Background: an optimization exercise with open tools, aiming at small area, a short achievable clock period and few clock cycles. Do not read the settings as production practice.
At most, simulation tests tie the RTL to the original design; equivalence was not proved.
Power figures rest on the tool's default switching activity, not on a simulated workload.

## S
Design ecath_enc, start of the top module:
module ecath_enc (
    input  wire        clk,
    input  wire        rst,
    input  wire        s_valid,
    output wire        s_ready,
    input  wire [31:0] s_data,
    input  wire [6:0]  s_k,       
    input  wire [3:0]  s_m,       
    output wire        m_valid,
    input  wire        m_ready,
    output wire [31:0] m_data,
    output wire        m_last
);
    localparam MAXM = 8;
    reg        sr;        
    reg        fn;        
    reg [6:0]  rem;       
    reg [6:0]  xn;        
    reg [3:0]  mt;        
    wire       fire   = s_valid & sr;
    wire       last_t = fn ? (s_k == 7'd1) : (rem == 7'd1);
    always @(posedge clk) begin
        if (rst) begin
            fn <= 1'b1;
        end else if (fire) begin
            fn <= last_t;
            if (fn) begin
                rem <= s_k - 7'd1;
                xn  <= {3'd0, s_m} + 7'd1;
                mt  <= s_m;
            end else begin
                rem <= rem - 7'd1;
                xn  <= xn + 7'd1;
            end
        end
    end
    wire [63:0] tinv;
    gf_inv u_tab (.h(xn[6:3]), .t(tinv));
    wire [7:0] e0 [0:7];
    wire [7:0] e1 [0:7];
    wire [7:0] e2 [0:7];
    wire [7:0] e3 [0:7];
    wire [55:0] cn;        
    wire [55:0] cf;        
    function [7:0] xt;     
        input [7:0] a;
        xt = {a[6:0], 1'b0} ^ (a[7] ? 8'h1d : 8'h00);
    endfunction
    genvar u;
    generate
        for (u = 0; u < 8; u = u + 1) begin : g_perm
            assign e0[u] = tinv[8*u +: 8];
            assign e1[u] = xn[0] ? e0[u ^ 1] : e0[u];
            assign e2[u] = xn[1] ? e1[u ^ 2] : e1[u];
            assign e3[u] = xn[2] ? e2[u ^ 4] : e2[u];    
        end
        for (u = 1; u < 8; u = u + 1) begin : g_cn
            wire [7:0] y1 = e3[u];
            wire [7:0] y2 = xt(y1);
            wire [7:0] y4 = xt(y2);
            wire [7:0] jy = ((u & 1) ? y1 : 8'h00) ^ ((u & 2) ? y2 : 8'h00) ^ ((u & 4) ? y4 : 8'h00);
            assign cn[8*(u-1) +: 8] = jy ^ 8'h01;
        end
    endgenerate
    reg [31:0] d0;         
    reg [55:0] cr;         
    reg        v0;         
    reg        f0;         
    reg        l0;         
  ...
export LEC_CHECK = 0
export CAP_MARGIN = 20
export CORE_MARGIN = 2
export CORE_UTILIZATION = 30
export PLACE_DENSITY = 0.5
export SLEW_MARGIN = 20
create_clock -name core_clock -period 11.5 [get_ports {clk}]
standard.sh (not shown) runs the stock make flow with config.mk's settings and CLKGATE_MAP_FILE= SYNTH_SCRIPT=/design/flow/synth_recipe.tcl, a recipe that flattens the netlist after the stock synthesis.
==> flow/flow/run.sh <==
#!/bin/bash
# Standard ORFS layout (the standard.sh), with port buffers of a stronger
# cell and timing repair aimed below the period the design reaches anyway.
set -euo pipefail
bash standard.sh SETUP_SLACK_MARGIN=8.0 \
  "BUFFER_PORTS_ARGS=-buffer_cell sky130_fd_sc_hd__buf_4" finish > orfs_make.log 2>&1
Testbench counts of S, summed over its fixed seeds: cycles 37,131.
Setup changes, S to T
==> flow/run.sh (new file) <==
#!/bin/bash
# synth_recipe.tcl (not shown) runs the flow's synth.tcl, then flattens the netlist and writes it again
# the make line also repeats each setting of config.mk as NAME=value (left out here)
make -C /OpenROAD-flow-scripts/flow DESIGN_CONFIG=/design/flow/config.mk WORK_HOME=/design/flow/orfs CLKGATE_MAP_FILE= SYNTH_SCRIPT=/design/flow/synth_recipe.tcl finish
removed: flow/flow/run.sh
removed: flow/standard.sh
## What came out
Changes observed in T relative to S: static leakage power went down 2.7%, tightest hold margin went down 0.0077 ns.
Average wire per cell in the routed design of T falls short of that of S slightly.
Synthesis-to-layout area growth: T and S compared, lower one is T
In T, the utilization came out 0.61 points below the value in S.
Minimum clock period for T is higher than for S.

Another version of the RTL of ecath_enc (not shown whole).
For scale: about 9200 cells after synthesis, roughly 82 I/O pins, ~0.053 mm2 of cells after synthesis.
==> flow/design.v (excerpt) <==
module ecath_enc (
    input  wire        clk,
    input  wire        rst,
    input  wire        s_valid,
    output wire        s_ready,
    input  wire [31:0] s_data,
    input  wire [6:0]  s_k,       
    input  wire [3:0]  s_m,       
    output wire        m_valid,
    input  wire        m_ready,
    output wire [31:0] m_data,
    output wire        m_last
);
make LEC_CHECK=0 ABC_AREA=1 CAP_MARGIN=20 CORE_MARGIN=2 CORE_UTILIZATION=30 PLACE_DENSITY=0.5 SLEW_MARGIN=20 finish   # period 11.5 ns
run.sh (not shown) runs the stock make flow with config.mk's settings and CLKGATE_MAP_FILE= SYNTH_SCRIPT=/design/flow/synth_recipe.tcl, a recipe that flattens the netlist after the stock synthesis.
Stock flow here: none of the scripts above is used.
The first run went through all stages and came out clean.
Rerun with:
Settings changed: ABC_AREA 1 to not set.
Outcome:
- via count drops by 32%
- power drops by 2.1%
- hold slack gains 0.015 ns
- fmax climbs by 19%
- sequential power climbs by 11%
- sequential share of layout area climbs by 2.5 points
- die area drops by 11%
- critical path depth drops by 8
- non-clock buffer count drops by 43
- final area drops by 12%
No run of this note included a check of the RTL's function; only the layout flow was run.

-- separate check: timing with driven ports --
How much do the figures lean on ideal ports? The routed layouts below were timed once more, with nothing changed but the port constraints.
Step 1 sets driving cells, clkbuf_16 on the clock port and buf_2 on the other inputs (assumed; they add their load-dependent delay and slew).
Step 2 also shifts input and output timing later by t, the mid clock arrival at the registers, as if the neighbouring blocks saw the same clock.
Three values: ideal ports, drivers, drivers and shift; two values: the first two.
| run | shift t [ns] | slack for setup (ns) | latest minus earliest clock arrival (ns) | worst data-port slew with drivers (ns) |
|---|---|---|---|---|
| S | 0.801 | 7.577 / 7.628 / 6.826 | 0.033 / 0.033 | 0.08 |
| T | 0.735 | 6.666 / 6.718 / 5.983 | 0.035 / 0.034 | 0.09 |
| the first run of note 2 | 0.765 | 6.506 / 6.506 / 6.448 | 0.039 / 0.040 | 0.18 |
| the second run of note 2 | 0.771 | 7.307 / 7.349 / 6.578 | 0.040 / 0.040 | 0.07 |
After both steps setup and hold are still met in every run listed. The setup slack of S, which loses most, moves by +0.051 ns with the drivers and by -0.751 ns with both steps.
